This is an optimization exercise on Yosys and OpenROAD, whose aim is small area, a short achievable clock period and few clock cycles, not a production implementation. Where RTL was checked, it was by simulation tests only, not by an equivalence proof against the original. No functional check of the RTL was part of runs 1 to 4. No activity file was given, so power comes from the tool's default toggle rates.

[design.v]
module chk_unit (
    input  wire        clk,
    input  wire        rst,
    input  wire        cfg_enable,
    input  wire        cfg_restart,
    input  wire [6:0]  cfg_width,
    input  wire [63:0] cfg_poly,
    input  wire [63:0] cfg_init,
    input  wire [63:0] cfg_xorout,
    input  wire        cfg_refin,
    input  wire        cfg_refout,
    input  wire [1:0]  cfg_mode,
    input  wire        cfg_scope,
    input  wire [1:0]  cfg_fold_mode,
    input  wire [63:0] cfg_fold_tag,
    input  wire [63:0] cfg_expect,
    input  wire        clr_mismatch_hist,
    input  wire        in_valid,
    output wire        in_ready,
    input  wire [7:0]  in_data,
    input  wire        in_first,
    input  wire        in_last,
    input  wire [63:0] in_tag,
    output reg         item_done,
    output reg  [63:0] result,
    output reg         st_enabled,
    output reg         st_mismatch,
    output reg         st_mismatch_hist,
    output reg  [31:0] items,
    output reg  [31:0] mismatches,
    output reg  [63:0] last_bad
);
    reg         rdy;         
    reg         feed;        
    reg         pre;         
    reg         tact;        
    reg  [2:0]  tcnt;        
    reg         fin;         
    reg  [7:0]  byte_q;
    reg         v_q;         
    reg         l_q;         
    reg  [6:0]  s_width;
    reg  [63:0] s_poly;
    reg  [63:0] s_xorout;
    reg         s_refin;
    reg         s_refout;
    reg  [1:0]  s_mode;
    reg  [1:0]  s_fold;
    reg         s_scope;
    reg  [63:0] s_tag;
    reg  [63:0] cmpv;        
    reg  [2:0]  held;
    reg  [63:0] crc;
    assign in_ready = rdy;
    wire start = cfg_enable & (cfg_restart | ~st_enabled);
    wire kill  = ~cfg_enable | cfg_restart | ~st_enabled;
    wire acc   = in_valid & rdy;
    wire cap   = pre | (rdy & ~feed);    
    wire [2:0]  nb    = s_width[5:3];
    wire        full  = (held == nb);
    wire        m2    = (s_mode == 2'd2);
    wire [7:0]  tbyte = s_tag[{tcnt, 3'b000} +: 8];
    wire [7:0]  dbyte = tact ? tbyte : (m2 ? cmpv[7:0] : byte_q);
    wire        dstep = v_q & ~tact;
    wire        step  = tact | (dstep & (~m2 | full));
    wire [71:0] xc = {crc, 8'd0} >> s_width;       
    wire [71:0] xp = {s_poly, 8'd0} >> s_width;    
    reg  [7:0]  b;
    reg  [7:0]  f;
    reg  [63:0] nx;
    reg  [63:0] mask;
    reg         t;
    integer     i, j;
    always @* begin
        for (i = 0; i < 8; i = i + 1)
            b[i] = s_refin ? dbyte[i] : dbyte[7 - i];
        for (i = 0; i < 8; i = i + 1) begin
            t = xc[7 - i] ^ b[i];
            for (j = 0; j < i; j = j + 1)
                t = t ^ (f[j] & xp[8 - i + j]);
            f[i] = t;
        end
        for (i = 0; i < 64; i = i + 1)
            mask[i] = (s_width > i);
        nx = crc << 8;
        for (i = 0; i < 8; i = i + 1)
            nx = nx ^ ({64{f[i]}} & (s_poly << (7 - i)));
        nx = nx & mask;
    end
    reg  [63:0] rev;
    always @* for (i = 0; i < 64; i = i + 1) rev[i] = crc[63 - i];
    wire [63:0] res       = (s_refout ? (rev >> (7'd64 - s_width)) : crc) ^ s_xorout;
    wire        compared  = (s_mode != 2'd0);
    wire        bad       = compared & (res != cmpv);
    wire [31:0] items_inc = items + {31'd0, ~&items};
    always @(posedge clk) begin
        if (cap) begin
            s_width  <= cfg_width;
            s_poly   <= cfg_poly;
            s_xorout <= cfg_xorout;
            s_refin  <= cfg_refin;
            s_refout <= cfg_refout;
            s_mode   <= cfg_mode;
            s_fold   <= cfg_fold_mode;
            s_tag    <= (cfg_fold_mode == 2'd2) ? in_tag : cfg_fold_tag;
        end
        if (start)
            s_scope <= cfg_scope;
        if (cap & (pre | ~s_scope))
            crc <= cfg_init;
        else if (step)
            crc <= nx;
        if (cap) begin
            cmpv <= (cfg_mode == 2'd2) ? 64'd0 : cfg_expect;
            held <= 3'd0;
        end else if (dstep & m2) begin
            for (i = 0; i < 4; i = i + 1)
                if (i == nb - 3'd1)
                    cmpv[8*i +: 8] <= byte_q;
                else if (i < nb - 3'd1)
                    cmpv[8*i +: 8] <= cmpv[8*i + 8 +: 8];
            if (!full)
                held <= held + 3'd1;
        end
        if (rdy) begin
            byte_q <= in_data;
            l_q    <= in_last;
        end
        if (tact)
            tcnt <= tcnt + 3'd1;
        else
            tcnt <= 3'd0;
        if (rst) begin
            rdy   <= 1'b1;
            feed  <= 1'b0;
            pre   <= 1'b0;
            tact  <= 1'b0;
            v_q   <= 1'b0;
            fin   <= 1'b0;
            s_scope <= 1'b0;
        end else begin
            fin <= dstep & l_q & ~kill;
            if (kill)
                v_q <= 1'b0;
            else if (rdy)
                v_q <= acc & (in_first | feed);
            else
                v_q <= v_q & tact;
            if (kill) begin
                feed <= 1'b0;
                tact <= 1'b0;
                pre  <= start;
                rdy  <= ~start;
            end else begin
                pre <= 1'b0;
                if (pre) begin
                    tact <= s_scope & (cfg_fold_mode == 2'd1);
                    rdy  <= ~(s_scope & (cfg_fold_mode == 2'd1));
                end else if (tact) begin
                    if (tcnt == 3'd7) begin
                        tact <= 1'b0;
                        rdy  <= ~(v_q & l_q);
                    end
                end else begin
                    if (acc) begin
                        if (in_first) begin
                            feed <= ~in_last;
                            if (cfg_fold_mode != 2'd0 && !s_scope) begin
                                tact <= 1'b1;
                                rdy  <= 1'b0;
                            end else
                                rdy  <= ~in_last;
                        end else if (feed & in_last) begin
                            feed <= 1'b0;
                            rdy  <= 1'b0;
                        end
                    end
                    if (dstep & l_q)
                        rdy <= 1'b1;
                end
            end
        end
        if (rst) begin
            item_done        <= 1'b0;
            result           <= 64'd0;
            st_enabled       <= 1'b0;
            st_mismatch      <= 1'b0;
            st_mismatch_hist <= 1'b0;
            items            <= 32'd0;
            mismatches       <= 32'd0;
            last_bad         <= 64'd0;
        end else begin
            st_enabled <= cfg_enable;
            item_done  <= fin;
            if (fin) begin
                result <= res;
                if (compared)
                    st_mismatch <= bad;
            end
            if (start)
                items <= 32'd0;
            else if (fin)
                items <= items_inc;
            if (fin & bad) begin
                mismatches <= mismatches + {31'd0, ~&mismatches};
                last_bad   <= (s_fold == 2'd2) ? s_tag : {32'd0, items_inc};
            end
            st_mismatch_hist <= (fin & bad) | (st_mismatch_hist & ~clr_mismatch_hist);
        end
    end
endmodule
[run.sh]
#!/bin/bash
# synth_recipe.tcl (not shown) runs the flow's synth.tcl, then flattens the netlist and writes it again
# the make line also repeats each setting of config.mk as NAME=value (left out here)
make -C /OpenROAD-flow-scripts/flow DESIGN_CONFIG=/design/flow/config.mk WORK_HOME=/design/flow/orfs CLKGATE_MAP_FILE= SYNTH_SCRIPT=/design/flow/synth_recipe.tcl finish
[config.mk]
export PLATFORM = sky130hd
export DESIGN_NAME = chk_unit
export DESIGN_NICKNAME = chk_unit
export VERILOG_FILES = /design/flow/design.v
export SDC_FILE = /design/flow/constraint.sdc
export NUM_CORES = 4
export LEC_CHECK = 0
export CAP_MARGIN = 20
export CORE_MARGIN = 2
export CORE_UTILIZATION = 25
export PLACE_DENSITY = 0.35
export SLEW_MARGIN = 20
[constraint.sdc]
create_clock -name core_clock -period 25.0 [get_ports {clk}]
set_input_delay 5.0000 -clock core_clock [delete_from_list [all_inputs] [get_ports {clk}]]
set_output_delay 5.0000 -clock core_clock [all_outputs]
set_load 0.01 [all_outputs]
==> results_dict.tcl, run 1 <==
set metrics [dict create \
    crit_path_cell_trace "buf_4 -> inv_1 -> ha_2 -> or3b_2 -> o21ai_0 -> and3_1 -> nand2_1 -> nor2_1 -> a22oi_1 -> xnor2_1 -> xnor2_1 -> nand4_1 -> nor4_1 -> nand4_1 -> nor4_1 -> a31oi_4 -> buf_4 -> nand4_1 -> nor3_1 -> xnor2_1 -> nor2_1" \
    gr-usage-all-layers_pct 24.7 \
    worst_slack_ns 16.23 \
    placed_cells_incl_taps 6966 \
    p_per_area_mw_per_mm2 133 \
    port-buffer-count 610 \
    critical_path.slowest_cell "sky130_fd_sc_hd__nor4_1" \
    horiz_die_dim_um 419 \
    gr-total-overflow 0 \
    cap_viol_max_count 0 \
    synth_fp_nets 4886 \
    timing_worst_slew_pin_value_ns 1.24 \
    clk_path_buf_depth 3 \
    period_share_pct 35.1 \
    cellLeakagePower_nw 19.0 \
    area_growth_pct 24.5 \
    cts_repair_resize_count 0 \
    hold_buffers 0 \
    max-slew-margin-rel_pct 17.4 \
    post_synth_num_cell_types 97 \
    remaining_drc_errors 0 \
    placementRows 152 \
    clock_tree_from_tritoncts "yes" \
    initial_core_util_pct 25.1 \
    synth_cells 4457 \
    fin_tns_setup_ns 0 \
    final_hold_viol_count 0 \
    synthFlopType "sky130_fd_sc_hd__edfxtp_1" \
    cts_post_setup_buffers_inserted 0 \
    die_height_um 419 \
    seq_area_frac_synth_pct 33.6 \
    drtPass1Iterations 6 \
    dp_worst_setup_slack_ns 16.26 \
    rsz_0062_raised_after_global_routing "false" \
    cp-start-kind "register" \
    vias_in_the_first_global_route 37500 \
    cts_inserted_buffers 78 \
    finalSetupViolations 0 \
    grt_first_pass_wirelength_mm 308 \
    run_status "no timing/DRC/antenna violations" \
    htree_levels 3 \
    ir_worst_vdd_mv 0.224 \
    share_of_final_layout_standard_cells_stronger_than_drive_strength_1_pct 12.8 \
    grt_antenna_before_repair 38 \
    fin_skew_ns 0.0401 \
    crit_end_category "register" \
    cts-root-buf "sky130_fd_sc_hd__clkbuf_16" \
    reg2reg_slack_ns 16.23 \
    synth_warnings 1 \
    detail_route.iter0.violations 3850 \
    timing.final.crit_period_ns 8.77 \
    drt-total-wl_mm 223 \
    ant_nets 0 \
    nNetsFinal 5242 \
    number_of_enable_type_register_cells_in_the_synthesized_netlist 342 \
    ios 611 \
    fmax_ghz 0.114 \
    clock_sink_count 551 \
    clk_latency_ns 0.71 \
    grt_max_degree 108 \
    detailroute.via_count 37800 \
    layoutNonFillerInstCount 7123 \
    max_slew_vio_count 0 \
    timing.hold.worst.class "reg -> reg" \
    slowest_delay_ns 0.86 \
    worstPathArrival_ns 9.33 \
    synth-seq-cells 551 \
    gp_congestion 0.929 \
    path_class "reg -> reg" \
    drt-wirelength-per-cell_um 31.3 \
    timing.critical_path.fanout_max 35 \
    viasPerCell 5.30 \
    dp_hpwl_mm 161 \
    worst_setup_hold_path_clk_slew_ns 0.05 \
    core_mm2 0.171 \
    syn-mean-instance-area_um2 9.64 \
    syn-cell-area_mm2 0.0430 \
    synthArstFlopShare_pct 0 \
    fp.dieArea_mm2 0.175 \
    critical_path_required_ns 25.55 \
]
[kinds of logic (layout without fill, tap and decap cells)]
group,Yosys count,after routing,synth area share [%]
XOR/XNOR,665,665,15.7
buffers and inverters,468,890,4.88
adder cells (fa/ha/maj),15,15,0.437
AND/OR/NAND/NOR,1474,1474,15.4
AO/OA/AOI/OAI,731,731,11.5
flip-flops,551,551,33.6
other,0,11,0
multiplexers,553,553,18.4
[worst max-delay path, delay by kind of cell (launching register included)]
family	cells	cell delay (ns)
adders and majority gates	1	0.46
buffers and inverters	3	1.27
and+or+nand+nor	11	5.18
DFF	1	0.35
xor gates and xnor gates	3	0.66
AOI/OAI and AO/OA	3	0.63
[synth_stat cells, types with 23 or more instances]
master                       n  share of area (%)
sky130_fd_sc_hd__a211oi_1   41               0.72
sky130_fd_sc_hd__a21oi_1   182                2.1
sky130_fd_sc_hd__a22oi_1    49               0.86
sky130_fd_sc_hd__a31oi_1    35               0.51
sky130_fd_sc_hd__and2_1     54               0.79
sky130_fd_sc_hd__and3_1     23               0.33
sky130_fd_sc_hd__buf_1      79               0.69
sky130_fd_sc_hd__buf_2      46               0.54
sky130_fd_sc_hd__buf_6      24               0.63
sky130_fd_sc_hd__clkbuf_1  270                2.4
sky130_fd_sc_hd__dfxtp_1   209                9.7
sky130_fd_sc_hd__edfxtp_1  342                 24
sky130_fd_sc_hd__mux2_2    117                3.1
sky130_fd_sc_hd__mux2i_1   256                6.0
sky130_fd_sc_hd__mux4_2    177                9.3
sky130_fd_sc_hd__nand2_1   673                5.9
sky130_fd_sc_hd__nand2b_1   54               0.79
sky130_fd_sc_hd__nand3_1   189                2.2
sky130_fd_sc_hd__nand4_1    38               0.55
sky130_fd_sc_hd__nor2_1    296                2.6
sky130_fd_sc_hd__nor3_1     40               0.47
sky130_fd_sc_hd__o21ai_0   164                1.9
sky130_fd_sc_hd__o221ai_1   25               0.51
sky130_fd_sc_hd__o22ai_1    23               0.33
sky130_fd_sc_hd__o31ai_2    27               0.79
sky130_fd_sc_hd__xnor2_1   406                8.3
sky130_fd_sc_hd__xnor3_1    61                3.2
sky130_fd_sc_hd__xor2_1    192                3.9
[sequential cells by signal, summed over array words and instances, names as in the netlist, 7 cells and up]
signal and count:
s_xorout 64, mismatches 32, crc 64, s_width 7
s_tag 64, byte_q 8, cmpv 64, last_bad 64
s_poly 64, items 32, result 64
[layout by cell type (no fill, tap or decap), types with 41 or more instances in the layout]
cell type / count
sky130_fd_sc_hd__a211oi_1: 41
sky130_fd_sc_hd__a21oi_1: 182
sky130_fd_sc_hd__a22oi_1: 49
sky130_fd_sc_hd__and2_1: 54
sky130_fd_sc_hd__buf_4: 108
sky130_fd_sc_hd__clkbuf_16: 79
sky130_fd_sc_hd__clkdlybuf4s50_1: 609
sky130_fd_sc_hd__dfxtp_1: 208
sky130_fd_sc_hd__edfxtp_1: 342
sky130_fd_sc_hd__mux2_2: 117
sky130_fd_sc_hd__mux2i_1: 256
sky130_fd_sc_hd__mux4_2: 177
sky130_fd_sc_hd__nand2_1: 671
sky130_fd_sc_hd__nand2b_1: 52
sky130_fd_sc_hd__nand3_1: 189
sky130_fd_sc_hd__nor2_1: 294
sky130_fd_sc_hd__o21ai_0: 162
sky130_fd_sc_hd__xnor2_1: 400
sky130_fd_sc_hd__xnor3_1: 61
sky130_fd_sc_hd__xor2_1: 191
[through the flow]
stage	power, mW	utilization, %	hold WS, ns	area (um2)
after floorplan	4.79	-	0.468	43000
after global placement	5.91	29.7	0.455	50800
after detailed placement	5.93	29.7	0.462	50800
after CTS	7.14	31.2	0.472	53500
after global routing	7.47	31.3	0.490	53500
final	7.11	31.3	0.470	53500
[layer usage]
metal  global-route usage [%]  vias to the layer above  wire (um)
li1                         -                    16800          -
met3                     5.40                      349      16900
met2                     40.7                     1777     105000
met5                        0                        -        135
met4                     8.69                       22       7850
met1                     31.7                    18900      92400
[where the power goes]
group          internal (mW)  switching, mW  total [mW]
combinational           2.21           2.35        4.56
clock                  0.686          0.483        1.17
sequential              1.10          0.276        1.38
total                   3.99           3.11        7.11
[final timing paths]
path                             startpoint                     endpoint  depth (start not counted)
setup / recovery       s_width[1]$_DFFE_PN_  mismatches[23]$_SDFFE_PP0P_                         21
hold / removal    last_bad[56]$_SDFFE_PP0P_    last_bad[56]$_SDFFE_PP0P_                          2
setup reg to reg       s_width[1]$_DFFE_PN_  mismatches[23]$_SDFFE_PP0P_                         21
hold reg to reg   last_bad[56]$_SDFFE_PP0P_    last_bad[56]$_SDFFE_PP0P_                          2
[area by class of cell]
cell class                 instances  area [um2]
antenna                           11        27.5
clock buffer                     109        2140
clock inverter                    37         485
fill                           17800      118000
inverter                          26        97.6
multi-input combinational       3438       26600
sequential                       551       14500
tap                             2233        2790
timing repair buffer             718        6920
==> inputs of run 2 (changes only) <==
--- a/design.v
+++ b/design.v
@@ -40,6 +40,7 @@
     reg         v_q;         
     reg         l_q;         
     reg  [6:0]  s_width;
+    reg  [5:0]  s_rsh;       
     reg  [63:0] s_poly;
     reg  [63:0] s_xorout;
     reg         s_refin;
@@ -55,7 +56,44 @@
     wire start = cfg_enable & (cfg_restart | ~st_enabled);
     wire kill  = ~cfg_enable | cfg_restart | ~st_enabled;
     wire acc   = in_valid & rdy;
-    wire cap   = pre | (rdy & ~feed);    
+    reg  cap;                
+    reg  rdy_n, feed_n, pre_n, tact_n;
+    always @* begin
+        rdy_n  = rdy;
+        feed_n = feed;
+        pre_n  = 1'b0;
+        tact_n = tact;
+        if (kill) begin
+            feed_n = 1'b0;
+            tact_n = 1'b0;
+            pre_n  = start;
+            rdy_n  = ~start;
+        end else if (pre) begin
+            tact_n = s_scope & (cfg_fold_mode == 2'd1);
+            rdy_n  = ~(s_scope & (cfg_fold_mode == 2'd1));
+        end else if (tact) begin
+            if (tcnt == 3'd7) begin
+                tact_n = 1'b0;
+                rdy_n  = ~(v_q & l_q);
+            end
+        end else begin
+            if (acc) begin
+                if (in_first) begin
+                    feed_n = ~in_last;
+                    if (cfg_fold_mode != 2'd0 && !s_scope) begin
+                        tact_n = 1'b1;
+                        rdy_n  = 1'b0;
+                    end else
+                        rdy_n  = ~in_last;
+                end else if (feed & in_last) begin
+                    feed_n = 1'b0;
+                    rdy_n  = 1'b0;
+                end
+            end
+            if (v_q & l_q)
+                rdy_n = 1'b1;
+        end
+    end
     wire [2:0]  nb    = s_width[5:3];
     wire        full  = (held == nb);
     wire        m2    = (s_mode == 2'd2);
@@ -63,8 +101,27 @@
     wire [7:0]  dbyte = tact ? tbyte : (m2 ? cmpv[7:0] : byte_q);
     wire        dstep = v_q & ~tact;
     wire        step  = tact | (dstep & (~m2 | full));
-    wire [71:0] xc = {crc, 8'd0} >> s_width;       
-    wire [71:0] xp = {s_poly, 8'd0} >> s_width;    
+    function [7:0] win;
+        input [63:0] v;
+        input [6:0]  w;
+        reg   [38:0] a5;
+        reg   [22:0] a4;
+        reg   [14:0] a3;
+        reg   [10:0] a2;
+        reg   [8:0]  a1;
+        reg   [7:0]  a0;
+        begin
+            a5 = w[5] ? v[62:24] : {v[30:0], 8'd0};
+            a4 = w[4] ? a5[38:16] : a5[22:0];
+            a3 = w[3] ? a4[22:8]  : a4[14:0];
+            a2 = w[2] ? a3[14:4]  : a3[10:0];
+            a1 = w[1] ? a2[10:2]  : a2[8:0];
+            a0 = w[0] ? a1[8:1]   : a1[7:0];
+            win = w[6] ? v[63:56] : a0;
+        end
+    endfunction
+    wire [7:0]  xc = win(crc, s_width);       
+    wire [7:0]  xp = win(s_poly, s_width);    
     reg  [7:0]  b;
     reg  [7:0]  f;
     reg  [63:0] nx;
@@ -89,13 +146,15 @@
     end
     reg  [63:0] rev;
     always @* for (i = 0; i < 64; i = i + 1) rev[i] = crc[63 - i];
-    wire [63:0] res       = (s_refout ? (rev >> (7'd64 - s_width)) : crc) ^ s_xorout;
+    wire [63:0] tcrc      = s_refout ? (rev >> s_rsh) : crc;
+    wire [63:0] res       = tcrc ^ s_xorout;
     wire        compared  = (s_mode != 2'd0);
     wire        bad       = compared & (res != cmpv);
     wire [31:0] items_inc = items + {31'd0, ~&items};
     always @(posedge clk) begin
         if (cap) begin
             s_width  <= cfg_width;
+            s_rsh    <= 6'd0 - cfg_width[5:0];
             s_poly   <= cfg_poly;
             s_xorout <= cfg_xorout;
             s_refin  <= cfg_refin;
@@ -131,54 +190,27 @@
         else
             tcnt <= 3'd0;
         if (rst) begin
-            rdy   <= 1'b1;
-            feed  <= 1'b0;
-            pre   <= 1'b0;
-            tact  <= 1'b0;
-            v_q   <= 1'b0;
-            fin   <= 1'b0;
+            rdy     <= 1'b1;
+            cap     <= 1'b1;
+            feed    <= 1'b0;
+            pre     <= 1'b0;
+            tact    <= 1'b0;
+            v_q     <= 1'b0;
+            fin     <= 1'b0;
             s_scope <= 1'b0;
         end else begin
-            fin <= dstep & l_q & ~kill;
+            rdy  <= rdy_n;
+            cap  <= pre_n | (rdy_n & ~feed_n);
+            feed <= feed_n;
+            pre  <= pre_n;
+            tact <= tact_n;
+            fin  <= dstep & l_q & ~kill;
             if (kill)
                 v_q <= 1'b0;
             else if (rdy)
                 v_q <= acc & (in_first | feed);
             else
                 v_q <= v_q & tact;
-            if (kill) begin
-                feed <= 1'b0;
-                tact <= 1'b0;
-                pre  <= start;
-                rdy  <= ~start;
-            end else begin
-                pre <= 1'b0;
-                if (pre) begin
-                    tact <= s_scope & (cfg_fold_mode == 2'd1);
-                    rdy  <= ~(s_scope & (cfg_fold_mode == 2'd1));
-                end else if (tact) begin
-                    if (tcnt == 3'd7) begin
-                        tact <= 1'b0;
-                        rdy  <= ~(v_q & l_q);
-                    end
-                end else begin
-                    if (acc) begin
-                        if (in_first) begin
-                            feed <= ~in_last;
-                            if (cfg_fold_mode != 2'd0 && !s_scope) begin
-                                tact <= 1'b1;
-                                rdy  <= 1'b0;
-                            end else
-                                rdy  <= ~in_last;
-                        end else if (feed & in_last) begin
-                            feed <= 1'b0;
-                            rdy  <= 1'b0;
-                        end
-                    end
-                    if (dstep & l_q)
-                        rdy <= 1'b1;
-                end
-            end
         end
         if (rst) begin
             item_done        <= 1'b0;
==> run 2 against run 1 <==
Still clean. Global-route usage increased by 0.64 points. Sequential power decreased by 12%. Flip-flop and latch count increased by 6. Synthesized area decreased by 7.5%. Critical path depth decreased by 1. Maximum frequency decreased by 4.2%. Clock power decreased by 4%. Critical path type unchanged.
==> results_dict.tcl, run 2 <==
set metrics [dict create \
    run_status "no timing/DRC/antenna violations" \
    remaining_drc_errors 0 \
    ant_nets 0 \
    p_per_area_mw_per_mm2 136 \
    grt_first_pass_wirelength_mm 292 \
    drt-wirelength-per-cell_um 31.2 \
    die_height_um 403 \
    timing_worst_slew_pin_value_ns 1.14 \
    horiz_die_dim_um 403 \
    layoutNonFillerInstCount 6804 \
    synthArstFlopShare_pct 0 \
    seq_area_frac_synth_pct 36.8 \
    syn-mean-instance-area_um2 9.48 \
    placed_cells_incl_taps 6657 \
    clock_sink_count 557 \
    post_synth_num_cell_types 101 \
    clk_latency_ns 0.73 \
    placementRows 146 \
    detail_route.iter0.violations 3216 \
    gr-total-overflow 0 \
    grt_max_degree 157 \
    min_path_cells 2 \
    clock_tree_from_tritoncts "yes" \
    period_share_pct 36.7 \
    fp.dieArea_mm2 0.162 \
    synth-seq-cells 557 \
    finalSetupViolations 0 \
    slowest_delay_ns 0.84 \
    max-slew-margin-rel_pct 23.7 \
    area_growth_pct 27.6 \
    clk_path_buf_depth 3 \
    ios 611 \
    synth_fp_nets 4620 \
    htree_levels 3 \
    grt_antenna_before_repair 18 \
    most_common_cell_after_layout_fill_and_taps_aside "sky130_fd_sc_hd__clkdlybuf4s50_1" \
    vias_in_the_first_global_route 35200 \
    cap_viol_max_count 0 \
    post-route-util_pct 32.1 \
    cts_inserted_buffers 78 \
    drt-total-wl_mm 212 \
    synth_warnings 1 \
    dp_worst_setup_slack_ns 15.94 \
    nNetsFinal 5092 \
    yosys-top-cells-area "sky130_fd_sc_hd__edfxtp_1 (26%), sky130_fd_sc_hd__xnor2_1 (11%), sky130_fd_sc_hd__dfxtp_1 (11%), sky130_fd_sc_hd__mux2i_1 (6.7%), sky130_fd_sc_hd__mux4_2 (5.7%)" \
    yosys.area.top_type_share_pct 26.2 \
    hold_buffers 0 \
    fmax_ghz 0.109 \
    max_slew_vio_count 0 \
    path_class "reg -> reg" \
    detailroute.via_count 35800 \
    critical_path.slowest_cell "sky130_fd_sc_hd__xnor2_2" \
    fin_tns_setup_ns 0 \
    ir_worst_vdd_mv 0.261 \
    netlist_top_cells_count "sky130_fd_sc_hd__nand2_1 (577), sky130_fd_sc_hd__xnor2_1 (515), sky130_fd_sc_hd__edfxtp_1 (347)" \
    dp_hpwl_mm 154 \
    cts_post_setup_buffers_inserted 0 \
    initial_core_util_pct 25.1 \
    crit_end_category "register" \
    worstPathArrival_ns 9.59 \
    yosys.area.top_type "sky130_fd_sc_hd__edfxtp_1" \
    cp-start-kind "register" \
    rsz_0062_raised_after_global_routing "false" \
    worst_setup_hold_path_clk_slew_ns 0.06 \
    share_of_final_layout_standard_cells_stronger_than_drive_strength_1_pct 11.6 \
    worst_r2r_path_depth 20 \
    critical_path_required_ns 25.43 \
    synth_most_common_cell "sky130_fd_sc_hd__nand2_1" \
    cts_repair_resize_count 0 \
    timing.final.crit_period_ns 9.16 \
    worst_slack_ns 15.84 \
    crit_path_cell_trace "buf_4 -> buf_4 -> mux4_2 -> nand2_1 -> a32oi_1 -> o211ai_1 -> a311oi_2 -> or2_1 -> mux2_2 -> o31a_1 -> o311ai_0 -> o311ai_1 -> xnor2_2 -> buf_4 -> nand3b_1 -> a21oi_1 -> or4_4 -> buf_4 -> nand4_1 -> a32o_1" \
    number_of_enable_type_register_cells_in_the_synthesized_netlist 347 \
    timing.hold.worst.class "reg -> reg" \
    nFillCells 16400 \
    gr-usage-all-layers_pct 25.3 \
    port-buffer-count 610 \
    fin_skew_ns 0.0627 \
    drtPass1Iterations 5 \
    core_mm2 0.158 \
    cellLeakagePower_nw 17.9 \
    timing.critical_path.fanout_max 81 \
    gp_congestion 0.985 \
    final_cell_mix "sky130_fd_sc_hd__clkdlybuf4s50_1 (609), sky130_fd_sc_hd__nand2_1 (576), sky130_fd_sc_hd__xnor2_1 (512)" \
    synthFlopType "sky130_fd_sc_hd__edfxtp_1" \
    cts-root-buf "sky130_fd_sc_hd__clkbuf_16" \
    final_hold_viol_count 0 \
    synth_cells 4193 \
    syn-cell-area_mm2 0.0397 \
    timing.critical_path.mode_cell "sky130_fd_sc_hd__buf_4" \
    viasPerCell 5.26 \
]
-- run 2: cell types whose count changed after synthesis, moves of 37 or more --
cell / delta
sky130_fd_sc_hd__xnor2_1: +109
sky130_fd_sc_hd__nand2_1: -96
sky130_fd_sc_hd__mux4_2: -76
sky130_fd_sc_hd__xnor3_1: -58
sky130_fd_sc_hd__xor2_1: -50
sky130_fd_sc_hd__a21oi_1: -46
sky130_fd_sc_hd__nand4_1: +37
-- run 2: worst max-delay path, delay by kind of cell (launching register included) --
family | cells | cell delay (ns)
AOI/OAI and AO/OA | 8 | 2.83
DFF | 1 | 0.32
and+or+nand+nor | 5 | 1.27
xor gates and xnor gates | 1 | 0.84
muxes | 2 | 0.75
buffers and inverters | 4 | 2.72
-- run 2: cell families after synthesis --
| kind of cell | Yosys count | synth area share (%) |
|---|---|---|
| adder cells (fa/ha/maj) | 13 | 0.409 |
| multiplexers | 500 | 16.2 |
| AO/OA/AOI/OAI | 654 | 11.5 |
| buffers and inverters | 403 | 4.19 |
| AND/OR/NAND/NOR | 1405 | 16.2 |
| XOR/XNOR | 661 | 14.7 |
| flip-flops | 557 | 36.8 |
-- run 2: worst paths after layout --
| check | from | slack (ns) | end |
|---|---|---|---|
| worst max-delay path | s_width[4]$_DFFE_PP_ | 15.84 | crc[15]$_DFFE_PP_ |
| worst max register to register | s_width[4]$_DFFE_PP_ | 15.84 | crc[15]$_DFFE_PP_ |
| worst min-delay path | last_bad[42]$_SDFFE_PP0P_ | 0.47 | last_bad[42]$_SDFFE_PP0P_ |
| worst min register to register | last_bad[42]$_SDFFE_PP0P_ | 0.47 | last_bad[42]$_SDFFE_PP0P_ |
-- run 2: layout make-up --
class | instances | area, um2 | area share (%)
tap | 2072 | 2590 | 5.11
timing repair buffer | 765 | 7280 | 14.4
inverter | 30 | 113 | 0.222
multi-input combinational | 3233 | 23600 | 46.4
antenna | 3 | 7.51 | 0.0148
clock buffer | 103 | 2150 | 4.23
clock inverter | 41 | 394 | 0.777
sequential | 557 | 14600 | 28.8
-- run 2: per-stage QoR --
stage | instance area [um2] | total power, mW | hold slack [ns]
6_report | 50700 | 6.89 | 0.470
5_1_grt | 50700 | 7.26 | 0.487
4_1_cts | 50700 | 6.89 | 0.472
3_5_place_dp | 48200 | 5.71 | 0.460
3_3_place_gp | 48200 | 5.71 | 0.454
2_1_floorplan | 39700 | 4.48 | 0.490
-- run 2: layer usage --
metal	global-route usage, %	vias up	routed length, um
met5	0	-	89
met1	32.8	17900	89700
li1	-	16000	-
met4	7.98	16	7140
met3	5.81	297	16000
met2	41.7	1546	99100
-- run 2: report_power, final --
| part | internal [mW] | switching (mW) | total (mW) |
|---|---|---|---|
| Sequential | 1.07 | 0.137 | 1.21 |
| Clock | 0.632 | 0.488 | 1.12 |
| Combinational | 1.88 | 2.69 | 4.56 |
| Total | 3.58 | 3.31 | 6.89 |
==> inputs of run 3 (changes only) <==
==> flow/run.sh (new file) <==
#!/bin/bash
# The standard layout (standard.sh), with two changes to how it is made:
# port buffers are the small sky130 buffer instead of the delay buffer the
# resizer picks, and timing repair aims for a period below the clock period.
# The clock, its period and the I/O constraints are the standard flow's, unchanged.
set -euo pipefail
export BUFFER_PORTS_ARGS="-buffer_cell sky130_fd_sc_hd__buf_1"
export SETUP_SLACK_MARGIN=18
bash standard.sh > standard.log 2>&1
==> standard.sh (new file) <==
#!/bin/bash
# synth_recipe.tcl (not shown) runs the flow's synth.tcl, then flattens the netlist and writes it again
# the make line also repeats each setting of config.mk as NAME=value (left out here)
make -C /OpenROAD-flow-scripts/flow DESIGN_CONFIG=/design/flow/config.mk WORK_HOME=/design/flow/orfs CLKGATE_MAP_FILE= SYNTH_SCRIPT=/design/flow/synth_recipe.tcl "${@:-finish}"
removed: run.sh
==> run 3 against run 2 <==
Still clean. Flip-flop and latch count unchanged. Power up 3.8%. Synthesized cell count is the same. Global-route usage shrank 0.50 points. Critical path type unchanged. Largest cell class unchanged.
==> results_dict.tcl, run 3 <==
set metrics [dict create \
    yosys.area.top_type "sky130_fd_sc_hd__edfxtp_1" \
    syn-cell-area_mm2 0.0397 \
    final_cell_mix "sky130_fd_sc_hd__buf_1 (609), sky130_fd_sc_hd__nand2_1 (575), sky130_fd_sc_hd__xnor2_1 (510)" \
    clk_path_buf_depth 3 \
    number_of_enable_type_register_cells_in_the_synthesized_netlist 347 \
    placed_cells_incl_taps 6649 \
    grt_first_pass_wirelength_mm 286 \
    synth_fp_nets 4620 \
    crit_end_category "register" \
    netlist_top_cells_count "sky130_fd_sc_hd__nand2_1 (577), sky130_fd_sc_hd__xnor2_1 (515), sky130_fd_sc_hd__edfxtp_1 (347)" \
    fin_tns_setup_ns 0 \
    synthArstFlopShare_pct 0 \
    nNetsFinal 5116 \
    synth_area_in_adders_pct 0.409 \
    layoutNonFillerInstCount 6830 \
    htree_levels 3 \
    timing.hold.worst.class "reg -> reg" \
    cap_viol_max_count 0 \
    gr-usage-all-layers_pct 24.8 \
    viasPerCell 5.25 \
    synth_cells 4193 \
    syn-mean-instance-area_um2 9.48 \
    cts-root-buf "sky130_fd_sc_hd__clkbuf_16" \
    route.layer.met1.wl_mm 86.8 \
    gp_congestion 0.963 \
    port-buffer-count 610 \
    detail_route.iter0.violations 3290 \
    timing.hold.ws_ns 0.429 \
    report.power.total_mw 7.15 \
    hold_buffers 0 \
    yosys.area_share.xor_xnor_pct 14.7 \
    clk_latency_ns 0.73 \
    fp.dieArea_mm2 0.162 \
    synth_compound_area_share_pct 11.5 \
    final_hold_viol_count 0 \
    path_class "reg -> reg" \
    initial_core_util_pct 25.1 \
    horiz_die_dim_um 403 \
    period_share_pct 27.3 \
    drtPass1Iterations 6 \
    synth_warnings 1 \
    synth.mux.area_fraction_pct 16.2 \
    synth_simple_gate_area_share_pct 16.2 \
    rsz_0062_raised_after_global_routing "false" \
    synthFlopType "sky130_fd_sc_hd__edfxtp_1" \
    share_of_final_layout_standard_cells_stronger_than_drive_strength_1_pct 12.8 \
    clock_tree_from_tritoncts "yes" \
    yosys.area.top_type_share_pct 26.2 \
    synth_most_common_cell "sky130_fd_sc_hd__nand2_1" \
    max-slew-margin-rel_pct 21.8 \
    ios 611 \
    detailroute.via_count 35800 \
    dr_wl_met2_mm 95.9 \
    highest-signal-layer "met5" \
    vias_in_the_first_global_route 35100 \
    grt_antenna_before_repair 14 \
    synth_top_family_by_area "multiplexers" \
    timing_worst_slew_pin_value_ns 1.17 \
    routed-wl-met3_mm 16.4 \
    gr-total-overflow 0 \
    yosys-top-cells-area "sky130_fd_sc_hd__edfxtp_1 (26%), sky130_fd_sc_hd__xnor2_1 (11%), sky130_fd_sc_hd__dfxtp_1 (11%), sky130_fd_sc_hd__mux2i_1 (6.7%), sky130_fd_sc_hd__mux4_2 (5.7%)" \
    grt_max_degree 148 \
    post-route-util_pct 30.1 \
    clock_sink_count 557 \
    core_mm2 0.158 \
    dp_hpwl_mm 149 \
    drt-total-wl_mm 209 \
    ant_nets 0 \
    drt-wirelength-per-cell_um 30.6 \
    ir_worst_vdd_mv 0.207 \
    fin_skew_ns 0.0521 \
    run_status "no timing/DRC/antenna violations" \
    most_common_cell_after_layout_fill_and_taps_aside "sky130_fd_sc_hd__buf_1" \
    fmax_ghz 0.146 \
    synth-seq-cells 557 \
    placementRows 146 \
    worst_setup_hold_path_clk_slew_ns 0.06 \
    seq_area_frac_synth_pct 36.8 \
    finalSetupViolations 0 \
    cp-start-kind "register" \
    worstPathArrival_ns 7.28 \
    timing.final.crit_period_ns 6.83 \
    remaining_drc_errors 0 \
    cts_inserted_buffers 77 \
    max_slew_vio_count 0 \
    cellLeakagePower_nw 16.7 \
    timing.critical_path.fanout_max 40 \
    critical_path_required_ns 25.44 \
    die_height_um 403 \
    p_per_area_mw_per_mm2 150 \
    area_growth_pct 19.9 \
    post_synth_num_cell_types 101 \
]
==> run 3: cell counts after synthesis <==
No cell type changed its count.
==> run 3: path summary, 6_finish.rpt <==
kind | start | end | slack (ns) | cells after the start
min | rdy$_SDFF_PP1_ | l_q$_DFFE_PP_ | 0.43 | 0
max reg2reg | s_width[4]$_DFFE_PP_ | crc[63]$_DFFE_PP_ | 18.17 | 20
max | s_width[4]$_DFFE_PP_ | crc[63]$_DFFE_PP_ | 18.17 | 20
min reg2reg | rdy$_SDFF_PP1_ | l_q$_DFFE_PP_ | 0.43 | 0
==> run 3: area by class of cell <==
class                   count  area, um2
diodes                      6       15.0
clock buffers             109       2210
clock inverters            33        425
fillers                 16800     111000
inverters                  30        115
multi-input cells        3235      23700
flip-flops and latches    557      14600
well taps                2072       2590
repair buffers            788       3950
==> run 3: worst max-delay path: stages, from the launching register on <==
cell	delay (ns)
sky130_fd_sc_hd__edfxtp_1	0.41
sky130_fd_sc_hd__buf_12	0.21
sky130_fd_sc_hd__buf_16	0.21
sky130_fd_sc_hd__inv_1	0.45
sky130_fd_sc_hd__a22oi_1	0.17
sky130_fd_sc_hd__o2111ai_1	0.43
sky130_fd_sc_hd__a21oi_1	0.21
sky130_fd_sc_hd__o41a_2	0.64
sky130_fd_sc_hd__nand2_1	0.23
sky130_fd_sc_hd__nor3_2	0.12
sky130_fd_sc_hd__or4_4	0.58
sky130_fd_sc_hd__and2_4	0.18
sky130_fd_sc_hd__nor3_1	0.27
sky130_fd_sc_hd__o311ai_1	0.17
sky130_fd_sc_hd__and2_2	0.27
sky130_fd_sc_hd__o211a_4	0.29
sky130_fd_sc_hd__a21boi_4	0.19
sky130_fd_sc_hd__or4_4	0.68
sky130_fd_sc_hd__clkbuf_16	0.30
sky130_fd_sc_hd__a31o_1	0.26
sky130_fd_sc_hd__a32o_1	0.24
==> run 3: through the flow <==
stage	setup slack [ns]	cell area, um2
final	18.17	47700
after global routing	18.01	47600
after CTS	18.00	47300
after detailed placement	15.98	44300
after global placement	16.08	44300
after floorplan	18.62	39700
==> run 3: power by group <==
group / internal, mW / switching, mW / leakage, nW
sequential: 1.07 / 0.122 / 5.38
combinational: 2.00 / 2.81 / 10.0
clock: 0.667 / 0.487 / 1.28
total: 3.73 / 3.42 / 16.7
==> run 3: kinds of logic after synthesis <==
family,Yosys count
adder cells (fa/ha/maj),13
AND/OR/NAND/NOR,1405
AO/OA/AOI/OAI,654
flip-flops,557
buffers and inverters,403
XOR/XNOR,661
multiplexers,500
==> run 3: metal layers <==
| layer | track usage [%] | up-vias |
|---|---|---|
| li1 | - | 16100 |
| met5 | 0 | - |
| met3 | 5.56 | 349 |
| met4 | 9.65 | 14 |
| met2 | 40.5 | 1553 |
| met1 | 31.8 | 17900 |
==> run 3: what timing repair did <==
item / CTS / global route
resized for setup: 53 / 38
pin swaps: 4 / 6
buffers inserted: 6 / 21
setup endpoints to repair: 64 / 72
gates cloned: 4 / 2
==> inputs of run 4 (changes only) <==
--- a/flow/run.sh
+++ b/flow/run.sh
@@ -5,5 +5,5 @@
 # The clock, its period and the I/O constraints are the standard flow's, unchanged.
 set -euo pipefail
 export BUFFER_PORTS_ARGS="-buffer_cell sky130_fd_sc_hd__buf_1"
-export SETUP_SLACK_MARGIN=18
+export SETUP_SLACK_MARGIN=19.5
 bash standard.sh > standard.log 2>&1
==> run 4 against run 3 <==
Synthesized area did not move. Still clean. Cell count rose by 4.0%. Worst hold slack improved by 0.045 ns. Highest routed layer unchanged.
==> results_dict.tcl, run 4 <==
set metrics [dict create \
    run_status "no timing/DRC/antenna violations" \
    core_mm2 0.158 \
    post-route-util_pct 34.6 \
    cap_viol_max_count 0 \
    share_of_final_layout_standard_cells_stronger_than_drive_strength_1_pct 29.5 \
    detail_route.iter0.violations 3806 \
    synthArstFlopShare_pct 0 \
    p_sw_share_pct 47.2 \
    timing.critical_path.fanout_max 11 \
    ant_nets 0 \
    placed_cells_incl_taps 6628 \
    ios 611 \
    layoutNonFillerInstCount 7100 \
    placementRows 146 \
    syn-cell-area_mm2 0.0397 \
    clock_tree_from_tritoncts "yes" \
    synth_most_common_cell "sky130_fd_sc_hd__nand2_1" \
    initial_core_util_pct 25.1 \
    fin_tns_setup_ns 0 \
    p_per_area_mw_per_mm2 164 \
    synth_cells 4193 \
    fmax_ghz 0.159 \
    internal-power_mw 4.73 \
    remaining_drc_errors 0 \
    clk_path_buf_depth 3 \
    yosys.area.top_type "sky130_fd_sc_hd__edfxtp_1" \
    timing.hold.worst.class "reg -> reg" \
    dp_worst_setup_slack_ns 16.56 \
    worstPathArrival_ns 6.75 \
    critical_path_required_ns 25.46 \
    worst_slack_ns 18.71 \
    port-buffer-count 610 \
    gr-usage-all-layers_pct 26.8 \
    total_switching_power_mw 4.24 \
    drt-wirelength-per-cell_um 31.9 \
    ir_worst_vdd_mv 0.226 \
    yosys-top-cells-area "sky130_fd_sc_hd__edfxtp_1 (26%), sky130_fd_sc_hd__xnor2_1 (11%), sky130_fd_sc_hd__dfxtp_1 (11%), sky130_fd_sc_hd__mux2i_1 (6.7%), sky130_fd_sc_hd__mux4_2 (5.7%)" \
    timing.final.crit_period_ns 6.29 \
    synth-seq-cells 557 \
    timing_worst_slew_pin_value_ns 1.13 \
    nNetsFinal 5385 \
    period_share_pct 25.2 \
    detailroute.via_count 38000 \
    fin_skew_ns 0.0577 \
    crit_end_category "register" \
    seq_area_frac_synth_pct 36.8 \
    post_synth_num_cell_types 101 \
    cts_inserted_buffers 77 \
    combinationalPowerShare_pct 74.2 \
    area_growth_pct 37.8 \
    p_clk_share_pct 12.6 \
    syn-mean-instance-area_um2 9.48 \
    max-slew-margin-rel_pct 23.8 \
    clock_sink_count 557 \
    drt-total-wl_mm 227 \
    yosys.area.top_type_share_pct 26.2 \
    die_height_um 403 \
    viasPerCell 5.36 \
    final_hold_viol_count 0 \
    horiz_die_dim_um 403 \
    dp_hpwl_mm 149 \
    number_of_enable_type_register_cells_in_the_synthesized_netlist 347 \
    cts-root-buf "sky130_fd_sc_hd__clkbuf_16" \
    htree_levels 3 \
    most_common_cell_after_layout_fill_and_taps_aside "sky130_fd_sc_hd__nand2_1" \
    hold_buffers 0 \
    grt_first_pass_wirelength_mm 307 \
    fp.dieArea_mm2 0.162 \
    gr-total-overflow 0 \
    nFillCells 16200 \
    cp-start-kind "register" \
    max_slew_vio_count 0 \
    clk_latency_ns 0.72 \
    rsz_0062_raised_after_global_routing "true" \
    vias_in_the_first_global_route 37000 \
    worst_setup_hold_path_clk_slew_ns 0.07 \
    power_frac_seq_pct 13.3 \
    finalSetupViolations 0 \
    cellLeakagePower_nw 20.3 \
    netlist_top_cells_count "sky130_fd_sc_hd__nand2_1 (577), sky130_fd_sc_hd__xnor2_1 (515), sky130_fd_sc_hd__edfxtp_1 (347)" \
    synth_warnings 1 \
    report.power.total_mw 8.97 \
    drtPass1Iterations 6 \
    grt_max_degree 173 \
    gp_congestion 0.977 \
    grt_antenna_before_repair 24 \
    synth_fp_nets 4620 \
    path_class "reg -> reg" \
    final_cell_mix "sky130_fd_sc_hd__nand2_1 (570), sky130_fd_sc_hd__xnor2_1 (496), sky130_fd_sc_hd__buf_1 (406)" \
    synthFlopType "sky130_fd_sc_hd__edfxtp_1" \
]
-- run 4: changes by cell type in the layout (fill, tap and decap cells not counted), sizes merged --
cell	previous run	this run
and4	33	34
nor2	326	327
nand2b	48	51
inv	35	31
or4	5	7
clkinvlp	3	4
bufinv	4	2
bufbuf	2	8
clkbuf	113	116
buf	782	1030
a31oi	47	48
clkinv	21	31
-- run 4: area by class of cell --
type / instances / area [um2] / share of cell area (%)
Clock buffer: 105 / 2160 / 3.95
Timing Repair Buffer: 1049 / 8820 / 16.1
Sequential cell: 557 / 15000 / 27.4
Clock inverter: 38 / 390 / 0.713
Multi-Input combinational cell: 3243 / 25700 / 46.8
Tap cell: 2072 / 2590 / 4.73
Antenna cell: 6 / 15.0 / 0.0274
Inverter: 30 / 139 / 0.254
-- run 4: kinds of logic after synthesis --
family / after synthesis / share of synthesized area [%]
buf+inv: 403 / 4.19
xor+xnor: 661 / 14.7
simple gates: 1405 / 16.2
flops: 557 / 36.8
mux: 500 / 16.2
fa+ha+maj: 13 / 0.409
compound gates: 654 / 11.5
-- run 4: worst max-delay path, stage by stage, from the launching register on --
cell and delay (ns):
sky130_fd_sc_hd__edfxtp_1 0.73, sky130_fd_sc_hd__mux2i_1 0.40, sky130_fd_sc_hd__a22o_1 0.29, sky130_fd_sc_hd__nor3_1 0.08
sky130_fd_sc_hd__a311o_1 0.40, sky130_fd_sc_hd__o41ai_4 0.29, sky130_fd_sc_hd__buf_4 0.20, sky130_fd_sc_hd__nor4_2 0.05
sky130_fd_sc_hd__a221o_1 0.35, sky130_fd_sc_hd__o31a_1 0.38, sky130_fd_sc_hd__nor2_4 0.16, sky130_fd_sc_hd__mux2_4 0.32
sky130_fd_sc_hd__a2111o_1 0.38, sky130_fd_sc_hd__and2_4 0.15, sky130_fd_sc_hd__o211a_4 0.23, sky130_fd_sc_hd__a21boi_4 0.15
sky130_fd_sc_hd__buf_4 0.14, sky130_fd_sc_hd__buf_6 0.11, sky130_fd_sc_hd__buf_8 0.14, sky130_fd_sc_hd__or4_4 0.62
sky130_fd_sc_hd__a31o_1 0.25, sky130_fd_sc_hd__a32o_1 0.21
-- run 4: power groups by stage --
stage / Sequential, mW / Clock, mW / Combinational [mW]
global route: 1.19 / 1.19 / 6.91
detailed placement: 1.25 / 0 / 4.35
CTS: 1.19 / 1.17 / 6.21
floorplan: 1.16 / 0 / 3.40
global placement: 1.26 / 0 / 4.33
finish: 1.19 / 1.13 / 6.65
-- run 4: final timing paths --
| path | start | to | slack (ns) | cells past startpoint |
|---|---|---|---|---|
| setup reg to reg | s_poly[37]$_DFFE_PP_ | crc[15]$_DFFE_PP_ | 18.71 | 21 |
| setup / recovery | s_poly[37]$_DFFE_PP_ | crc[15]$_DFFE_PP_ | 18.71 | 21 |
| hold reg to reg | last_bad[49]$_SDFFE_PP0P_ | last_bad[49]$_SDFFE_PP0P_ | 0.47 | 2 |
| hold / removal | last_bad[49]$_SDFFE_PP0P_ | last_bad[49]$_SDFFE_PP0P_ | 0.47 | 2 |
-- run 4: per-stage QoR --
step                instance area [um2]  hold WS [ns]
finish                            54800         0.474
global route                      54800         0.484
CTS                               53300         0.475
detailed placement                44700         0.459
global placement                  44700         0.454
floorplan                         40900         0.479
-- run 4: per-layer routing --
| layer | vias to the layer above | GRT usage [%] | wire length (um) |
|---|---|---|---|
| li1 | 16600 | - | - |
| met1 | 19000 | 34.3 | 91900 |
| met2 | 1947 | 42.4 | 102000 |
| met3 | 487 | 6.32 | 19500 |
| met4 | 12 | 12.8 | 13400 |
| met5 | - | 0 | 80 |
-- run 4: repair_timing --
item                                    4_1_cts  5_1_grt
buffers inserted                            198       66
gates resized for setup                    1008      120
endpoints found under the setup margin      554      399
gates cloned                                 47       11
pin swaps                                    59       49
==> inputs of run 5 (changes only) <==
--- a/design.v
+++ b/design.v
@@ -30,7 +30,6 @@
     output reg  [31:0] mismatches,
     output reg  [63:0] last_bad
 );
-    reg         rdy;         
     reg         feed;        
     reg         pre;         
     reg         tact;        
@@ -52,7 +51,10 @@
     reg  [63:0] cmpv;        
     reg  [2:0]  held;
     reg  [63:0] crc;
-    assign in_ready = rdy;
+    reg         rdy_o;
+    reg         nrdy;
+    wire        rdy = ~nrdy;
+    assign in_ready = rdy_o;
     wire start = cfg_enable & (cfg_restart | ~st_enabled);
     wire kill  = ~cfg_enable | cfg_restart | ~st_enabled;
     wire acc   = in_valid & rdy;
@@ -190,7 +192,8 @@
         else
             tcnt <= 3'd0;
         if (rst) begin
-            rdy     <= 1'b1;
+            nrdy    <= 1'b0;
+            rdy_o   <= 1'b1;
             cap     <= 1'b1;
             feed    <= 1'b0;
             pre     <= 1'b0;
@@ -199,7 +202,8 @@
             fin     <= 1'b0;
             s_scope <= 1'b0;
         end else begin
-            rdy  <= rdy_n;
+            nrdy  <= ~rdy_n;
+            rdy_o <= rdy_n;
             cap  <= pre_n | (rdy_n & ~feed_n);
             feed <= feed_n;
             pre  <= pre_n;
--- a/flow/run.sh
+++ b/flow/run.sh
@@ -5,5 +5,5 @@
 # The clock, its period and the I/O constraints are the standard flow's, unchanged.
 set -euo pipefail
 export BUFFER_PORTS_ARGS="-buffer_cell sky130_fd_sc_hd__buf_1"
-export SETUP_SLACK_MARGIN=19.5
+export SETUP_SLACK_MARGIN=18.7
 bash standard.sh > standard.log 2>&1
--- a/config.mk
+++ b/config.mk
@@ -7,6 +7,8 @@
 export LEC_CHECK = 0
 export CAP_MARGIN = 20
 export CORE_MARGIN = 2
-export CORE_UTILIZATION = 25
-export PLACE_DENSITY = 0.35
+export CORE_UTILIZATION = 50
+export CTS_CLUSTER_DIAMETER = 60
+export CTS_CLUSTER_SIZE = 16
+export PLACE_DENSITY = 0.6
 export SLEW_MARGIN = 20
==> run 5 against run 4 <==
Critical endpoint is now crc[38]$_DFFE_PP_. Clock skew decreased by 0.0058 ns. Maximum frequency fell by 0.29%. Synthesized area up 1.5%. Still clean. Largest power group unchanged. Utilization grew 24 points. Count of clock-buffer cells in the layout shrank 29. Non-clock buffer count fell by 248. Critical path type unchanged. Setup slack worse by 0.018 ns. Routed wire length fell by 18%. Clock power decreased by about 20%.
==> results_dict.tcl, run 5 <==
set metrics [dict create \
    run_status "no timing/DRC/antenna violations" \
    yosys.area.top_type_share_pct 25.8 \
    synthArstFlopShare_pct 0 \
    htree_levels 2 \
    max-slew-margin-rel_pct 23.7 \
    netlist_top_cells_count "sky130_fd_sc_hd__nand2_1 (697), sky130_fd_sc_hd__xnor2_1 (509), sky130_fd_sc_hd__nor2_1 (417)" \
    nNetsFinal 5401 \
    port-buffer-count 610 \
    worst_setup_hold_path_clk_slew_ns 0.07 \
    share_of_final_layout_standard_cells_stronger_than_drive_strength_1_pct 13.5 \
    initial_core_util_pct 50.3 \
    clk_latency_ns 0.68 \
    gp_congestion 1.07 \
    detail_route.iter0.violations 5734 \
    synth_warnings 1 \
    crit_path_cell_trace "mux2i_1 -> o22ai_1 -> o21ai_1 -> and4b_1 -> a311oi_4 -> nor4b_1 -> and4_1 -> o311ai_1 -> o211ai_1 -> nor4_2 -> or2_4 -> buf_12 -> xnor3_2 -> mux2i_1 -> or3_4 -> and2_4 -> buf_16 -> and3_1 -> o41ai_2" \
    nFillCells 7326 \
    synth_area_in_adders_pct 0.403 \
    timing.critical_path.mode_cell "sky130_fd_sc_hd__mux2i_1" \
    horiz_die_dim_um 288 \
    yosys.area_share.xor_xnor_pct 14.1 \
    period_share_pct 25.3 \
    clock_sink_count 558 \
    ios 611 \
    cts-root-buf "sky130_fd_sc_hd__clkbuf_16" \
    synth_cells 4506 \
    ant_nets 0 \
    critical_path.slowest_cell "sky130_fd_sc_hd__edfxtp_1" \
    grt_first_pass_wirelength_mm 254 \
    timing.hold.worst.class "reg -> reg" \
    grt_max_degree 180 \
    rsz_0062_raised_after_global_routing "false" \
    fmax_ghz 0.158 \
    number_of_enable_type_register_cells_in_the_synthesized_netlist 347 \
    clk_path_buf_depth 3 \
    core_mm2 0.0802 \
    synth-seq-cells 558 \
    yosys-top-cells-area "sky130_fd_sc_hd__edfxtp_1 (26%), sky130_fd_sc_hd__xnor2_1 (11%), sky130_fd_sc_hd__dfxtp_1 (10%), sky130_fd_sc_hd__nand2_1 (6.5%), sky130_fd_sc_hd__mux2i_1 (5.4%)" \
    yosys.area.top_type "sky130_fd_sc_hd__edfxtp_1" \
    timing.final.crit_period_ns 6.31 \
    cellLeakagePower_nw 17.3 \
    slowest_delay_ns 1.06 \
    fp.dieArea_mm2 0.0830 \
    p_per_area_mw_per_mm2 143 \
    seq_area_frac_synth_pct 36.3 \
    synth_top_family_by_area "simple AND/OR/NAND/NOR gates" \
    cap_viol_max_count 0 \
    grt_antenna_before_repair 22 \
    critical_path_required_ns 25.45 \
    clock_tree_from_tritoncts "yes" \
    fin_area_mm2 0.0468 \
    synth.mux.area_fraction_pct 13.5 \
    drt-wirelength-per-cell_um 30.4 \
    drt-total-wl_mm 185 \
    ir_worst_vdd_mv 0.213 \
    synthFlopType "sky130_fd_sc_hd__edfxtp_1" \
    vias_in_the_first_global_route 34900 \
    cp-start-kind "register" \
    synth_compound_area_share_pct 12.8 \
    fin_tns_setup_ns 0 \
    timing.critical_path.fanout_max 47 \
    synth_simple_gate_area_share_pct 18.5 \
    drtPass1Iterations 8 \
    worstPathArrival_ns 6.76 \
    finalSetupViolations 0 \
    reg2reg_slack_ns 18.69 \
    final_hold_viol_count 0 \
    timing_worst_slew_pin_value_ns 1.13 \
    synth_most_common_cell "sky130_fd_sc_hd__nand2_1" \
    dp_hpwl_mm 128 \
    post_synth_num_cell_types 92 \
    final_cell_mix "sky130_fd_sc_hd__nand2_1 (695), sky130_fd_sc_hd__buf_1 (577), sky130_fd_sc_hd__xnor2_1 (486)" \
    die_height_um 288 \
    fin_skew_ns 0.0519 \
    path_class "reg -> reg" \
    gr-total-overflow 0 \
    area_growth_pct 16.1 \
    syn-cell-area_mm2 0.0403 \
    place_area_mm2 0.0432 \
    most_common_cell_after_layout_fill_and_taps_aside "sky130_fd_sc_hd__nand2_1" \
    cts_inserted_buffers 56 \
    gr-usage-all-layers_pct 42.4 \
    synth_fp_nets 4933 \
    syn-mean-instance-area_um2 8.95 \
    hold_buffers 0 \
    placementRows 104 \
    detailroute.via_count 39000 \
    max_slew_vio_count 0 \
    remaining_drc_errors 0 \
    viasPerCell 6.40 \
    crit_end_category "register" \
]
run 5: through the flow:
| step | hold WS, ns | std cells | utilization, % | total power [mW] | setup slack, ns |
|---|---|---|---|---|---|
| finish | 0.463 | 6095 | 58.4 | 6.69 | 18.69 |
| global route | 0.501 | 6090 | 58.4 | 6.92 | 18.58 |
| CTS | 0.460 | 6022 | 57.3 | 6.24 | 18.65 |
| detailed placement | 0.450 | 5879 | 53.8 | 5.19 | 16.45 |
| global placement | 0.445 | 5879 | 53.8 | 5.16 | 16.63 |
| floorplan | 0.481 | 4506 | - | 4.18 | 18.62 |
run 5: cell type report:
cell class	instances	area [um2]	share of cell area [%]
clock buffer	76	1520	3.24
multi-input combinational	3517	24400	52.1
timing repair buffer	801	4240	9.06
antenna	14	35.0	0.0748
sequential	558	14700	31.4
clock inverter	29	425	0.908
timing repair inverter	2	10.0	0.0214
tap	1060	1330	2.83
inverter	38	163	0.347
run 5: worst paths after layout:
kind / endpoint / depth (start not counted) / startpoint
max: crc[38]$_DFFE_PP_ / 19 / crc[43]$_DFFE_PP_
min: st_mismatch$_SDFFE_PP0P_ / 2 / st_mismatch$_SDFFE_PP0P_
max reg2reg: crc[38]$_DFFE_PP_ / 19 / crc[43]$_DFFE_PP_
min reg2reg: st_mismatch$_SDFFE_PP0P_ / 2 / st_mismatch$_SDFFE_PP0P_
run 5: cell families after synthesis:
family	after synthesis
buf+inv	433
simple gates	1649
compound gates	796
flops	558
mux	418
xor+xnor	639
fa+ha+maj	13
run 5: per-layer routing:
| metal | GRT usage [%] | vias to the layer above | part of all wire (%) | routed length (um) |
|---|---|---|---|---|
| met5 | 0 | - | 0.074 | 137 |
| met4 | 23.4 | 18 | 6.9 | 12800 |
| met3 | 13.4 | 653 | 13 | 24500 |
| met2 | 61.7 | 2785 | 42 | 77700 |
| met1 | 55.8 | 18600 | 38 | 70100 |
| li1 | - | 16900 | - | - |
run 5: what timing repair did:
action / in CTS / in global routing
buffers inserted: 29 / 52
cloned: 9 / 7
setup endpoints to repair: 195 / 133
resized for setup: 120 / 82
pin swaps: 7 / 12
run 5: critical path, delay by kind of cell (launching register included):
kind                   cells  cell delay, ns
buffers and inverters      2            0.36
multiplexers               2            0.36
AO/OA/AOI/OAI              6            1.78
XOR/XNOR                   1            0.29
flip-flops                 1            1.06
AND/OR/NAND/NOR            8            2.17
run 5: power by group:
part,switching [mW],leakage (nW),internal [mW]
sequential,0.159,5.42,1.06
clock,0.424,0.938,0.477
combinational,2.68,11.0,1.89
total,3.27,17.3,3.43
Testbench counts of run 5, summed over its fixed seeds: cycles 68,466.
==> inputs of run 6 (changes only) <==
--- a/design.v
+++ b/design.v
@@ -144,11 +144,10 @@
         nx = crc << 8;
         for (i = 0; i < 8; i = i + 1)
             nx = nx ^ ({64{f[i]}} & (s_poly << (7 - i)));
-        nx = nx & mask;
     end
     reg  [63:0] rev;
     always @* for (i = 0; i < 64; i = i + 1) rev[i] = crc[63 - i];
-    wire [63:0] tcrc      = s_refout ? (rev >> s_rsh) : crc;
+    wire [63:0] tcrc      = s_refout ? (rev >> s_rsh) : (crc & mask);
     wire [63:0] res       = tcrc ^ s_xorout;
     wire        compared  = (s_mode != 2'd0);
     wire        bad       = compared & (res != cmpv);
==> run 6 against run 5 <==
Die area decreased by 0.28%. Count of clock-buffer cells in the layout decreased by 5. Final area decreased by 1.9%. First-iteration DRC count decreased by 20%. Largest cell class unchanged.
==> results_dict.tcl, run 6 <==
set metrics [dict create \
    clock_tree_from_tritoncts "yes" \
    worstPathArrival_ns 1.27 \
    run_status "no timing/DRC/antenna violations" \
    cp-start-kind "register" \
    fin_skew_ns 0.0404 \
    ios 611 \
    cts-root-buf "sky130_fd_sc_hd__clkbuf_16" \
    viasPerCell 6.30 \
    htree_levels 2 \
    drtPass1Iterations 6 \
    core_mm2 0.0800 \
    ir_worst_vdd_mv 0.255 \
    timing_worst_slew_pin_value_ns 1.12 \
    grt_antenna_before_repair 16 \
    finalSetupViolations 0 \
    timing.critical_path.fanout_max 8 \
    worst_slack_ns 18.73 \
    path_class "reg -> out" \
    hold_buffers 0 \
    crit_path_cell_trace "buf_1" \
    netlist_top_cells_count "sky130_fd_sc_hd__nand2_1 (671), sky130_fd_sc_hd__edfxtp_1 (347), sky130_fd_sc_hd__xnor2_1 (293)" \
    grt_first_pass_wirelength_mm 237 \
    nNetsFinal 5134 \
    detail_route.iter0.violations 4605 \
    worst_setup_hold_path_clk_slew_ns 0.07 \
    cellLeakagePower_nw 17.3 \
    timing.hold.ws_ns 0.468 \
    nFillCells 7274 \
    fp.dieArea_mm2 0.0827 \
    placementRows 104 \
    yosys.area.top_type_share_pct 25.9 \
    synth-seq-cells 558 \
    grt_max_degree 95 \
    critical_path.slowest_cell "sky130_fd_sc_hd__dfxtp_2" \
    die_height_um 288 \
    period_share_pct 25.1 \
    crit_end_category "output pin" \
    synth_warnings 1 \
    drt-wirelength-per-cell_um 28.6 \
    synthFlopType "sky130_fd_sc_hd__edfxtp_1" \
    gp_congestion 1.01 \
    fmax_ghz 0.159 \
    yosys-top-cells-area "sky130_fd_sc_hd__edfxtp_1 (26%), sky130_fd_sc_hd__dfxtp_1 (11%), sky130_fd_sc_hd__mux2i_1 (6.5%), sky130_fd_sc_hd__xnor2_1 (6.4%), sky130_fd_sc_hd__nand2_1 (6.3%)" \
    share_of_final_layout_standard_cells_stronger_than_drive_strength_1_pct 11.4 \
    ant_nets 0 \
    yosys.area.top_type "sky130_fd_sc_hd__edfxtp_1" \
    max_slew_vio_count 0 \
    syn-mean-instance-area_um2 9.37 \
    cap_viol_max_count 0 \
    port-buffer-count 610 \
    critPathTopFamily "flip-flops" \
    clk_latency_ns 0.66 \
    synth_most_common_cell "sky130_fd_sc_hd__nand2_1" \
    drt-total-wl_mm 167 \
    synth_fp_nets 4720 \
    number_of_enable_type_register_cells_in_the_synthesized_netlist 347 \
    post-route-util_pct 57.4 \
    syn-cell-area_mm2 0.0402 \
    rsz_0062_raised_after_global_routing "true" \
    synth_cells 4292 \
    place_area_mm2 0.0431 \
    timing.hold.worst.class "reg -> reg" \
    detailroute.via_count 36700 \
    synthArstFlopShare_pct 0 \
    cts_inserted_buffers 56 \
    post_synth_num_cell_types 91 \
    fin_area_mm2 0.0460 \
    clk_path_buf_depth 3 \
    final_cell_mix "sky130_fd_sc_hd__nand2_1 (668), sky130_fd_sc_hd__buf_1 (588), sky130_fd_sc_hd__edfxtp_1 (347)" \
    p_per_area_mw_per_mm2 150 \
    final_hold_viol_count 0 \
    timing.final.crit_period_ns 6.27 \
    worst-path-buf-inv 1 \
    most_common_cell_after_layout_fill_and_taps_aside "sky130_fd_sc_hd__nand2_1" \
    vias_in_the_first_global_route 34100 \
    remaining_drc_errors 0 \
    gr-usage-all-layers_pct 38.8 \
    horiz_die_dim_um 288 \
    dp_worst_setup_slack_ns 16.01 \
    initial_core_util_pct 50.3 \
    clock_sink_count 558 \
    fin_tns_setup_ns 0 \
    area_growth_pct 14.2 \
    seq_area_frac_synth_pct 36.4 \
    gr-total-overflow 0 \
    critical_path_required_ns 20.00 \
    dp_hpwl_mm 116 \
    slowest_delay_ns 0.41 \
    max-slew-margin-rel_pct 25.3 \
]
run 6: cell types whose count changed after synthesis, moves of 51 or more:
cell / before / now
sky130_fd_sc_hd__xnor2_1: 509 / 293
sky130_fd_sc_hd__nor2_1: 417 / 283
sky130_fd_sc_hd__xor2_1: 123 / 234
sky130_fd_sc_hd__nand3_1: 101 / 191
sky130_fd_sc_hd__o21ai_1: 67 / 5
sky130_fd_sc_hd__xnor3_1: 5 / 61
sky130_fd_sc_hd__nand4_1: 89 / 36
sky130_fd_sc_hd__a21boi_0: 1 / 52
run 6: through the flow:
stage	total power, mW	std cells
floorplan	4.61	4292
global placement	5.45	5683
detailed placement	5.50	5683
CTS	6.73	5808
global route	7.24	5815
finish	6.91	5822
run 6: final cells by class:
| class | count | area [um2] | area share (%) |
|---|---|---|---|
| clock inverters | 35 | 402 | 0.874 |
| flip-flops and latches | 558 | 14700 | 32.0 |
| multi-input cells | 3321 | 24300 | 52.8 |
| inverters | 42 | 164 | 0.357 |
| well taps | 1060 | 1330 | 2.89 |
| clock buffers | 71 | 1490 | 3.24 |
| repair buffers | 727 | 3590 | 7.82 |
| diodes | 8 | 20.0 | 0.0436 |
run 6: worst paths after layout:
| kind | slack, ns | end | depth (start not counted) | start |
|---|---|---|---|---|
| worst max-delay path | 18.73 | items[12] | 1 | items[12]$_SDFFE_PP0P_ |
| worst min-delay path | 0.47 | last_bad[32]$_SDFFE_PP0P_ | 2 | last_bad[32]$_SDFFE_PP0P_ |
| worst max register to register | 18.87 | crc[2]$_DFFE_PP_ | 21 | s_width[4]$_DFFE_PP_ |
| worst min register to register | 0.47 | last_bad[32]$_SDFFE_PP0P_ | 2 | last_bad[32]$_SDFFE_PP0P_ |
run 6: kinds of logic (layout without fill, tap and decap cells):
| logic type | count (synthesis) | in the layout | share of synthesized area [%] |
|---|---|---|---|
| buffers and inverters | 414 | 875 | 4.17 |
| AOI/OAI and AO/OA | 756 | 757 | 11.9 |
| muxes | 469 | 469 | 15.3 |
| xor gates and xnor gates | 590 | 590 | 15.0 |
| and+or+nand+nor | 1491 | 1491 | 16.8 |
| DFF | 558 | 558 | 36.4 |
| adders and majority gates | 14 | 14 | 0.435 |
| other | 0 | 8 | 0 |
run 6: metal layers:
layer	vias to the layer above	wire, um	track usage, %
li1	16200	-	-
met1	17700	65300	52.4
met2	2297	73700	59.2
met3	442	18300	8.72
met4	10	9210	18.4
met5	-	65	0
run 6: timing repair:
action | in CTS | in global routing
gates resized for setup | 105 | 49
endpoints found under the setup margin | 186 | 121
cloned | 6 | 3
pin swaps | 5 | 7
setup buffers | 13 | 3
run 6: report_power, final:
group | switching [mW] | internal [mW] | total [mW]
clock | 0.428 | 0.452 | 0.880
combinational | 2.55 | 2.20 | 4.75
sequential | 0.201 | 1.08 | 1.28
Testbench counts of run 6, summed over its fixed seeds: cycles 68,466.

-- static timing again, ports no longer ideal --
How much do the figures lean on ideal ports? The routed layouts below were timed once more, with nothing changed but the port constraints.
Step 1 (the two cells are an assumption about what drives the block):
set clk [get_ports {clk}]
set_driving_cell -lib_cell sky130_fd_sc_hd__clkbuf_16 $clk
set_driving_cell -lib_cell sky130_fd_sc_hd__buf_2 [delete_from_list [all_inputs] $clk]
Step 2 moves the port delays by t, midway between the first and last clock arrival at a register: inputs arrive t later, outputs are due t later. That takes back most of the time a late clock gives input paths.
Slacks: ideal ports / drivers / drivers and shift; pairs: ideal ports / drivers.
run | shift t [ns] | slack for setup (ns) | worst hold slack (ns)
run 1 | 0.772 | 16.226 / 16.226 / 16.226 | 0.470 / 0.470 / 0.470
run 2 | 0.784 | 15.837 / 15.837 / 15.837 | 0.470 / 0.470 / 0.470
run 3 | 0.790 | 18.166 / 18.166 / 18.166 | 0.429 / 0.429 / 0.429
run 4 | 0.780 | 18.706 / 18.624 / 18.706 | 0.474 / 0.474 / 0.474
run 5 | 0.728 | 18.687 / 18.645 / 18.212 | 0.463 / 0.463 / 0.463
run 6 | 0.722 | 18.729 / 18.652 / 18.242 | 0.468 / 0.468 / 0.468
After both steps setup and hold are still met in every run listed. For run 6, which loses most, drivers alone change the setup slack by -0.077 ns; drivers and shift together by -0.487 ns.
